What follows belongs to an exercise in optimizing a design on an open flow for small area, a short achievable clock period and few clock cycles per item; a production flow would make more cautious choices.
Where RTL was checked, it was by simulation tests only, not by an equivalence proof against the original.

== old ==
==> module aes_round, before the edit <==
module aes_round (
  input  wire [127:0] st,
  input  wire [127:0] rk,
  input  wire [7:0]   rcon,
  input  wire [31:0]  sw,
  input  wire [31:0]  ks_in,
  output wire [127:0] sr,
  output wire [127:0] mc,
  output wire [127:0] next_rk,
  output wire [31:0]  sw_next
);
  genvar i, j;
  wire [31:0] w0 = rk[127:96];
  wire [31:0] w1 = rk[95:64];
  wire [31:0] w2 = rk[63:32];
  wire [31:0] w3 = rk[31:0];
  wire [31:0] p0  = w0 ^ {rcon, 24'h0};
  wire [31:0] p1  = p0 ^ w1;
  wire [31:0] p2  = p0 ^ (w1 ^ w2);
  wire [31:0] p3  = (p0 ^ w1) ^ (w2 ^ w3);
  wire [127:0] kp = {p0, p1, p2, p3};
  generate
    for (i = 0; i < 128; i = i + 1) begin : g_ks
      sb_xor xk (.a(kp[i]), .b(sw[i % 32]), .y(next_rk[i]));
    end
  endgenerate
  aes_sbox ks0 (.a(ks_in[23:16]), .y(sw_next[31:24]));
  aes_sbox ks1 (.a(ks_in[15:8]),  .y(sw_next[23:16]));
  aes_sbox ks2 (.a(ks_in[7:0]),   .y(sw_next[15:8]));
  aes_sbox ks3 (.a(ks_in[31:24]), .y(sw_next[7:0]));
  wire [7:0]   sb [0:15];
  wire [7:0]   sb2 [0:15];
  wire [127:0] srm;
  generate
    for (i = 0; i < 16; i = i + 1) begin : g_sub
      aes_sbox_d sbx (.a(st[127 - 8*i -: 8]), .y(sb[i]), .y2(sb2[i]));
      assign srm[127 - 8*i -: 8] = sb[(i % 4) + 4 * (((i / 4) + (i % 4)) % 4)];
      assign sr[127 - 8*i -: 8]  = sb2[(i % 4) + 4 * (((i / 4) + (i % 4)) % 4)];
    end
  endgenerate
  genvar k, b;
  generate
    for (i = 0; i < 4; i = i + 1) begin : g_mix
      wire [31:0] a = srm[127 - 32*i -: 32];
      wire [31:0] d;                           
      wire [31:0] t;                           
      wire [31:0] x;                           
      wire [31:0] o;                           
      for (k = 0; k < 4; k = k + 1) begin : g_byte
        for (b = 0; b < 8; b = b + 1) begin : g_bit
          sb_xor xd (.a(a[8*(3-k) + b]), .b(a[8*(3-(k+1)%4) + b]), .y(d[8*(3-k) + b]));
          sb_xor xt (.a(a[8*(3-(k+1)%4) + b]), .b(d[8*(3-(k+2)%4) + b]), .y(t[8*(3-k) + b]));
          if (b == 0) begin : g_x0
            assign x[8*(3-k)] = d[8*(3-k) + 7];
          end else if (b == 1 || b == 3 || b == 4) begin : g_xr
            sb_xor xr (.a(d[8*(3-k) + b - 1]), .b(d[8*(3-k) + 7]), .y(x[8*(3-k) + b]));
          end else begin : g_xs
            assign x[8*(3-k) + b] = d[8*(3-k) + b - 1];
          end
          sb_xor xo (.a(x[8*(3-k) + b]), .b(t[8*(3-k) + b]), .y(o[8*(3-k) + b]));
        end
      end
      assign mc[127 - 32*i -: 32] = o;
    end
  endgenerate
endmodule
clock: 8.0 ns
lec_check: 0
cap_margin: 20
cell_pad_in_sites_detail_placement: 1
core_margin: 2
core_utilization: 30
place_density: 0.5
setup_slack_margin: 2.75
slew_margin: 20
synth_hierarchical: 1
synth_minimum_keep_size: 0
standard.sh (not shown) runs the stock make flow with config.mk's settings and CLKGATE_MAP_FILE= SYNTH_SCRIPT=/design/flow/synth_recipe.tcl, a recipe that flattens the netlist after the stock synthesis.
==> flow/flow/run.sh <==
#!/bin/bash
# The standard layout (standard.sh), with one change: the port buffers that
# global placement adds are sky130_fd_sc_hd__buf_1 instead of the delay buffer
# buffer_ports picks by itself.  The whole output goes to standard.log here.
set -euo pipefail
export BUFFER_PORTS_ARGS="-buffer_cell sky130_fd_sc_hd__buf_1"
bash standard.sh > standard.log 2>&1
Testbench counts of old, summed over its fixed seeds: cycles 13,264, items 256.
Setup changes, old to new
--- a/flow/design.v
+++ b/flow/design.v
@@ -414,21 +414,20 @@
   endgenerate
   aes_sbox ks0 (.a(ks_in[23:16]), .y(sw_next[31:24]));
   aes_sbox ks1 (.a(ks_in[15:8]),  .y(sw_next[23:16]));
   aes_sbox ks2 (.a(ks_in[7:0]),   .y(sw_next[15:8]));
   aes_sbox ks3 (.a(ks_in[31:24]), .y(sw_next[7:0]));
   wire [7:0]   sb [0:15];
-  wire [7:0]   sb2 [0:15];
   wire [127:0] srm;
   generate
     for (i = 0; i < 16; i = i + 1) begin : g_sub
-      aes_sbox_d sbx (.a(st[127 - 8*i -: 8]), .y(sb[i]), .y2(sb2[i]));
+      aes_sbox sbx (.a(st[127 - 8*i -: 8]), .y(sb[i]));
       assign srm[127 - 8*i -: 8] = sb[(i % 4) + 4 * (((i / 4) + (i % 4)) % 4)];
-      assign sr[127 - 8*i -: 8]  = sb2[(i % 4) + 4 * (((i / 4) + (i % 4)) % 4)];
     end
   endgenerate
+  assign sr = srm;
   genvar k, b;
   generate
     for (i = 0; i < 4; i = i + 1) begin : g_mix
       wire [31:0] a = srm[127 - 32*i -: 32];
       wire [31:0] d;                           
       wire [31:0] t;                           
Results
- Design area delta for new relative to old: about 1.1% lower
- Relative to old, the ratio of routed vias to standard cells of new is higher by about 1.1%.
- new vs. old: number of nets produced by synthesis went down, number of buffers other than clock buffers in the final layout went up, pin count of the biggest net entering global routing went up.
- new closes out successfully: all stages finished, all timing, DRC and antenna checks passed.
- When new is set beside old, its combined area of the multi-input logic cells turns out to be about 2.5% smaller.
- On synthesized cell count, the higher figure sits with old, not new.
- Clock edge transition at the registers on the reported setup and hold paths essentially unchanged between old and new.
- Taking old as the reference, in new via count moved down, minimum clock period moved up, area overhead of the layout relative to synthesis moved up, max-slew violation count level.
- Total area of sequential cells essentially unchanged between old and new.
Testbench counts of new, summed over its fixed seeds: cycles 13,264, items 256.

sx_tag_engine, a different RTL version from the one above (not shown whole).
Size in the first run: ~7,600 cells after synthesis, ~470 flip-flops, ~410 I/O pins, about 64,000 µm² of cells after synthesis.
==> module sx_tag_engine, before the edit <==
module sx_tag_engine (
  input  wire         clk,
  input  wire         rst,         
  input  wire         start,
  output wire         ready,
  input  wire [127:0] key,
  input  wire [63:0]  uid,
  input  wire [15:0]  acmd,
  input  wire [31:0]  acnt,
  input  wire [15:0]  alen,
  input  wire [63:0]  atag,
  input  wire         in_valid,
  output wire         in_ready,
  input  wire [15:0]  in_data,
  output reg          done,
  output wire [63:0]  tag,
  output wire         match
);
  localparam [1:0] P_IDLE = 2'd0,    
                   P_MSG  = 2'd1,    
                   P_L    = 2'd2,    
                   P_FIN  = 2'd3;    
  reg  [1:0]   ph;
  reg  [127:0] st;         
  reg  [127:0] rk;         
  reg  [127:0] blk;        
  reg  [3:0]   rnd;        
  reg          last;       
  reg  [14:0]  wrem;       
  reg          wodd;       
  reg          wz;         
  reg  [2:0]   wpos;       
  reg          bfull;      
  reg  [7:0] rcon;
  always @(*) begin
    case (rnd)
      4'd1:    rcon = 8'h01;
      4'd2:    rcon = 8'h02;
      4'd3:    rcon = 8'h04;
      4'd4:    rcon = 8'h08;
      4'd5:    rcon = 8'h10;
      4'd6:    rcon = 8'h20;
      4'd7:    rcon = 8'h40;
      4'd8:    rcon = 8'h80;
      4'd9:    rcon = 8'h1b;
      default: rcon = 8'h36;
    endcase
  end
  reg  [31:0]  swr;
  wire [127:0] sr, mc, nrk;
  wire [31:0]  sw_next;
  wire [31:0]  ks_in;
  aes_round u_round (.st(st), .rk(rk), .rcon(rcon), .sw(swr), .ks_in(ks_in),
                     .sr(sr), .mc(mc), .next_rk(nrk), .sw_next(sw_next));
  wire [127:0] hdr  = {uid, acmd, acnt, alen};
  wire         full = (alen[3:0] == 4'd0);   
  wire [127:0] mask = full ? {128{1'b1}} : ~({128{1'b1}} >> (8 * alen[3:0]));
  wire [127:0] pad  = full ? 128'd0 : ({8'h80, 120'd0} >> (8 * alen[3:0]));
  wire   idle     = (ph == P_IDLE);
  wire   go       = idle && start;
  wire   alen0;
  is_zero16 u_alen0 (.a(alen), .z(alen0));
  assign ready    = idle;
  assign in_ready = !idle && !wz && !bfull;
  wire   take     = in_valid && in_ready;
  wire   adv      = !idle && (!last || ph != P_MSG || bfull);
  wire   lastmsg  = last && ph == P_MSG;
  wire   wone     = (wrem == 15'd1 && !wodd) || (wrem == 15'd0 && wodd);
  reg  [1:0]  ph_n;
  reg  [3:0]  rnd_n;
  reg         last_n, bfull_n, wz_n, done_n, wodd_n;
  reg  [2:0]  wpos_n;
  reg  [14:0] wrem_n;
  always @(*) begin
    ph_n = ph; rnd_n = rnd; last_n = last; bfull_n = bfull; wz_n = wz;
    wpos_n = wpos; wrem_n = wrem; wodd_n = wodd; done_n = 1'b0;
    if (go) begin
      rnd_n   = 4'd1;
      last_n  = 1'b0;
      wrem_n  = alen[15:1];
      wodd_n  = alen[0];
      wz_n    = alen0;
      wpos_n  = 3'd0;
      bfull_n = 1'b0;
      ph_n    = alen0 ? P_L : P_MSG;
    end else if (adv) begin
      rnd_n  = last ? 4'd1 : rnd + 4'd1;
      last_n = (rnd == 4'd9);
      if (last) begin
        case (ph)
          P_MSG: begin
            bfull_n = 1'b0;
            if (wz) ph_n = P_L;
          end
          P_L:   ph_n = P_FIN;
          default: begin              
            done_n = 1'b1;
            ph_n   = P_IDLE;
          end
        endcase
      end
    end
    if (take) begin
      wpos_n = wpos + 3'd1;
      if (wrem != 15'd0) wrem_n = wrem - 15'd1;
      else               wodd_n = 1'b0;
      wz_n   = wone;
      if (wpos == 3'd7 || wone) bfull_n = 1'b1;
    end
    if (rst) begin
      ph_n   = P_IDLE;
      done_n = 1'b0;
    end
  end
  wire   idle_n   = (ph_n == P_IDLE);
  wire   adv_n    = !idle_n && (!last_n || ph_n != P_MSG || bfull_n);
  wire   lmsg_n   = adv_n && last_n && ph_n == P_MSG;
  wire   ll_n     = adv_n && last_n && ph_n == P_L;
  reg    use_mc, use_rn, use_s0, use_k1, use_k2, use_kr, use_b, use_hr, hold,
         ld_key, to_l;
  always @(posedge clk) begin
    use_mc <= adv_n && !last_n;
    use_rn <= adv_n && last_n && (ph_n == P_FIN || (ph_n == P_MSG && !wz_n));
    use_s0 <= adv_n && (!last_n || ph_n == P_FIN || (ph_n == P_MSG && !wz_n));
    use_k1 <= ll_n && full;
    use_k2 <= ll_n && !full;
    use_kr <= lmsg_n || ll_n;
    use_b  <= (lmsg_n && !wz_n) || (ll_n && !alen0);
    use_hr <= ll_n && alen0;
    hold   <= !idle_n && !adv_n;
    ld_key <= adv_n && last_n;
    to_l   <= lmsg_n && wz_n;
  end
  wire   use_k    = go || use_kr;
  assign ks_in    = (idle || ld_key) ? key[31:0] : nrk[31:0];
  wire [31:0] swr_d;
  genvar m;
  generate
    for (m = 0; m < 32; m = m + 1) begin : g_swr
      sb_mux hs (.s(hold), .a0(sw_next[m]), .a1(swr[m]), .y(swr_d[m]));
    end
  endgenerate
  wire   use_h    = (go && !alen0) || use_hr;
  wire [127:0] kx_n, st_d;
  wire [127:0] blk_x;
  kx_sel u_kx (.k(nrk), .v(blk_x), .s0(use_s0), .s1(use_k1), .s2(use_k2), .y_n(kx_n));
  wire [127:0] early = ({128{use_k}} & key)
                     ^ (({128{use_b}} & blk) | ({128{use_h}} & hdr) | ({128{hold}} & st));
  st_next u_next (.g(use_mc), .m(mc), .b_n(kx_n), .r(use_rn), .s(sr), .e(early), .y(st_d));
  assign tag = st[127:64];
  reg  [7:0] mpart;
  assign match = &mpart;
  wire [127:0] blk_e = ph[1] ? 128'd0 : ((blk & mask) ^ pad);
  wire [127:0] bx1;
  genvar i;
  generate
    for (i = 0; i < 128; i = i + 1) begin : g_bx
      sb_xor xb1 (.a(sr[i]), .b(blk_e[i]), .y(bx1[i]));
      sb_xor xb2 (.a(bx1[i]), .b(nrk[i]), .y(blk_x[i]));
    end
  endgenerate
  always @(posedge clk) begin
    ph    <= ph_n;
    done  <= done_n;
    rnd   <= rnd_n;
    last  <= last_n;
    bfull <= bfull_n;
    wz    <= wz_n;
    wpos  <= wpos_n;
    wrem  <= wrem_n;
    wodd  <= wodd_n;
  end
  integer n;
  always @(posedge clk) begin
    st <= st_d;
    rk <= ({128{go || ld_key}} & key) | ({128{use_mc}} & nrk) | ({128{hold}} & rk);
    swr <= swr_d;
    if (take)
      blk[127 - 16*wpos -: 16] <= {in_data[7:0], in_data[15:8]};
    else if (to_l)
      blk <= blk_x;
    for (n = 0; n < 8; n = n + 1)
      mpart[n] <= (blk_x[64 + 8*n +: 8] == atag[8*n +: 8]);
  end
endmodule
==> flow/config.mk <==
export PLATFORM = sky130hd
export DESIGN_NAME = sx_tag_engine
export DESIGN_NICKNAME = sx_tag_engine
export VERILOG_FILES = /design/flow/design.v
export SDC_FILE = /design/flow/constraint.sdc
export NUM_CORES = 8
export LEC_CHECK = 0
export CAP_MARGIN = 20
export CELL_PAD_IN_SITES_DETAIL_PLACEMENT = 1
export CORE_MARGIN = 2
export CORE_UTILIZATION = 30
export PLACE_DENSITY = 0.5
export SETUP_SLACK_MARGIN = 2.5
export SLEW_MARGIN = 20
export SYNTH_HIERARCHICAL = 1
export SYNTH_MINIMUM_KEEP_SIZE = 0
==> flow/constraint.sdc <==
create_clock -name core_clock -period 8.0 [get_ports {clk}]
set_input_delay 1.6000 -clock core_clock [delete_from_list [all_inputs] [get_ports {clk}]]
set_output_delay 1.6000 -clock core_clock [all_outputs]
set_load 0.01 [all_outputs]
Scripts as last shown in full above: flow/flow/run.sh
Change:
--- a/flow/design.v
+++ b/flow/design.v
@@ -388,36 +388,37 @@
 endmodule
 module aes_round (
   input  wire [127:0] st,
   input  wire [127:0] rk,
   input  wire [7:0]   rcon,
-  input  wire [31:0]  sw,
-  input  wire [31:0]  ks_in,
   output wire [127:0] sr,
   output wire [127:0] mc,
   output wire [127:0] next_rk,
-  output wire [31:0]  sw_next
+  output wire [127:0] kp,        
+  output wire [31:0]  ksw        
 );
   genvar i, j;
   wire [31:0] w0 = rk[127:96];
   wire [31:0] w1 = rk[95:64];
   wire [31:0] w2 = rk[63:32];
   wire [31:0] w3 = rk[31:0];
+  wire [31:0] sw;                        
+  aes_sbox ks0 (.a(w3[23:16]), .y(sw[31:24]));
+  aes_sbox ks1 (.a(w3[15:8]),  .y(sw[23:16]));
+  aes_sbox ks2 (.a(w3[7:0]),   .y(sw[15:8]));
+  aes_sbox ks3 (.a(w3[31:24]), .y(sw[7:0]));
   wire [31:0] p0  = w0 ^ {rcon, 24'h0};
   wire [31:0] p1  = p0 ^ w1;
   wire [31:0] p2  = p0 ^ (w1 ^ w2);
   wire [31:0] p3  = (p0 ^ w1) ^ (w2 ^ w3);
-  wire [127:0] kp = {p0, p1, p2, p3};
+  assign kp = {p0, p1, p2, p3};
+  assign ksw = sw;
   generate
     for (i = 0; i < 128; i = i + 1) begin : g_ks
       sb_xor xk (.a(kp[i]), .b(sw[i % 32]), .y(next_rk[i]));
     end
   endgenerate
-  aes_sbox ks0 (.a(ks_in[23:16]), .y(sw_next[31:24]));
-  aes_sbox ks1 (.a(ks_in[15:8]),  .y(sw_next[23:16]));
-  aes_sbox ks2 (.a(ks_in[7:0]),   .y(sw_next[15:8]));
-  aes_sbox ks3 (.a(ks_in[31:24]), .y(sw_next[7:0]));
   wire [7:0]   sb [0:15];
   wire [7:0]   sb2 [0:15];
   wire [127:0] srm;
   generate
     for (i = 0; i < 16; i = i + 1) begin : g_sub
@@ -537,16 +538,14 @@
       4'd8:    rcon = 8'h80;
       4'd9:    rcon = 8'h1b;
       default: rcon = 8'h36;
     endcase
   end
-  reg  [31:0]  swr;
-  wire [127:0] sr, mc, nrk;
-  wire [31:0]  sw_next;
-  wire [31:0]  ks_in;
-  aes_round u_round (.st(st), .rk(rk), .rcon(rcon), .sw(swr), .ks_in(ks_in),
-                     .sr(sr), .mc(mc), .next_rk(nrk), .sw_next(sw_next));
+  wire [127:0] sr, mc, nrk, kp;
+  wire [31:0]  ksw;
+  aes_round u_round (.st(st), .rk(rk), .rcon(rcon), .sr(sr), .mc(mc), .next_rk(nrk),
+                     .kp(kp), .ksw(ksw));
   wire [127:0] hdr  = {uid, acmd, acnt, alen};
   wire         full = (alen[3:0] == 4'd0);   
   wire [127:0] mask = full ? {128{1'b1}} : ~({128{1'b1}} >> (8 * alen[3:0]));
   wire [127:0] pad  = full ? 128'd0 : ({8'h80, 120'd0} >> (8 * alen[3:0]));
   wire   idle     = (ph == P_IDLE);
@@ -623,18 +622,10 @@
     hold   <= !idle_n && !adv_n;
     ld_key <= adv_n && last_n;
     to_l   <= lmsg_n && wz_n;
   end
   wire   use_k    = go || use_kr;
-  assign ks_in    = (idle || ld_key) ? key[31:0] : nrk[31:0];
-  wire [31:0] swr_d;
-  genvar m;
-  generate
-    for (m = 0; m < 32; m = m + 1) begin : g_swr
-      sb_mux hs (.s(hold), .a0(sw_next[m]), .a1(swr[m]), .y(swr_d[m]));
-    end
-  endgenerate
   wire   use_h    = (go && !alen0) || use_hr;
   wire [127:0] kx_n, st_d;
   wire [127:0] blk_x;
   kx_sel u_kx (.k(nrk), .v(blk_x), .s0(use_s0), .s1(use_k1), .s2(use_k2), .y_n(kx_n));
   wire [127:0] early = ({128{use_k}} & key)
@@ -665,11 +656,10 @@
   end
   integer n;
   always @(posedge clk) begin
     st <= st_d;
     rk <= ({128{go || ld_key}} & key) | ({128{use_mc}} & nrk) | ({128{hold}} & rk);
-    swr <= swr_d;
     if (take)
       blk[127 - 16*wpos -: 16] <= {in_data[7:0], in_data[15:8]};
     else if (to_l)
       blk <= blk_x;
     for (n = 0; n < 8; n = n + 1)
Hold slack stays flat.
Die area fell by 2.1%.
Area after synthesis came out lower by 2.1%.
Cell count is lower by 0.96%.
Via count went down by 1.3%.
Critical path depth stays the same.
Final area stays flat.
Non-clock buffer count increases by 45.
Testbench counts after the change, summed over its fixed seeds: cycles 13,264, items 256.
For the first run of this note, only the layout was checked, not whether the RTL still works.

-- separate check: timing with driven ports --
Ports are ideal in the flow. The routed layouts listed here were re-timed in OpenROAD. Step 1: set_driving_cell puts a clkbuf_16 on clk and a buf_2 on each other input, an assumption about the parent block. Step 2 moves the port delays by t, midway between the first and last clock arrival at a register: inputs arrive t later, outputs are due t later. That takes back most of the time a late clock gives input paths. Slacks: ideal ports / drivers / drivers and shift; pairs: ideal ports / drivers.
run | shift t [ns] | setup slack, ns | worst data-port slew with drivers (ns) | cell pins on the clock port's net
old | 0.775 | 2.763 / 2.763 / 2.327 | 0.25 | 1
new | 0.770 | 2.721 / 2.767 / 2.022 | 0.25 | 1
the first run of note 2 | 0.768 | 2.383 / 2.383 / 1.998 | 0.27 | 1
the second run of note 2 | 0.796 | 2.548 / 2.548 / 2.179 | 0.26 | 1
After both steps setup and hold are still met in every run listed. For new, which loses most, drivers alone change the setup slack by +0.046 ns; drivers and shift together by -0.699 ns.
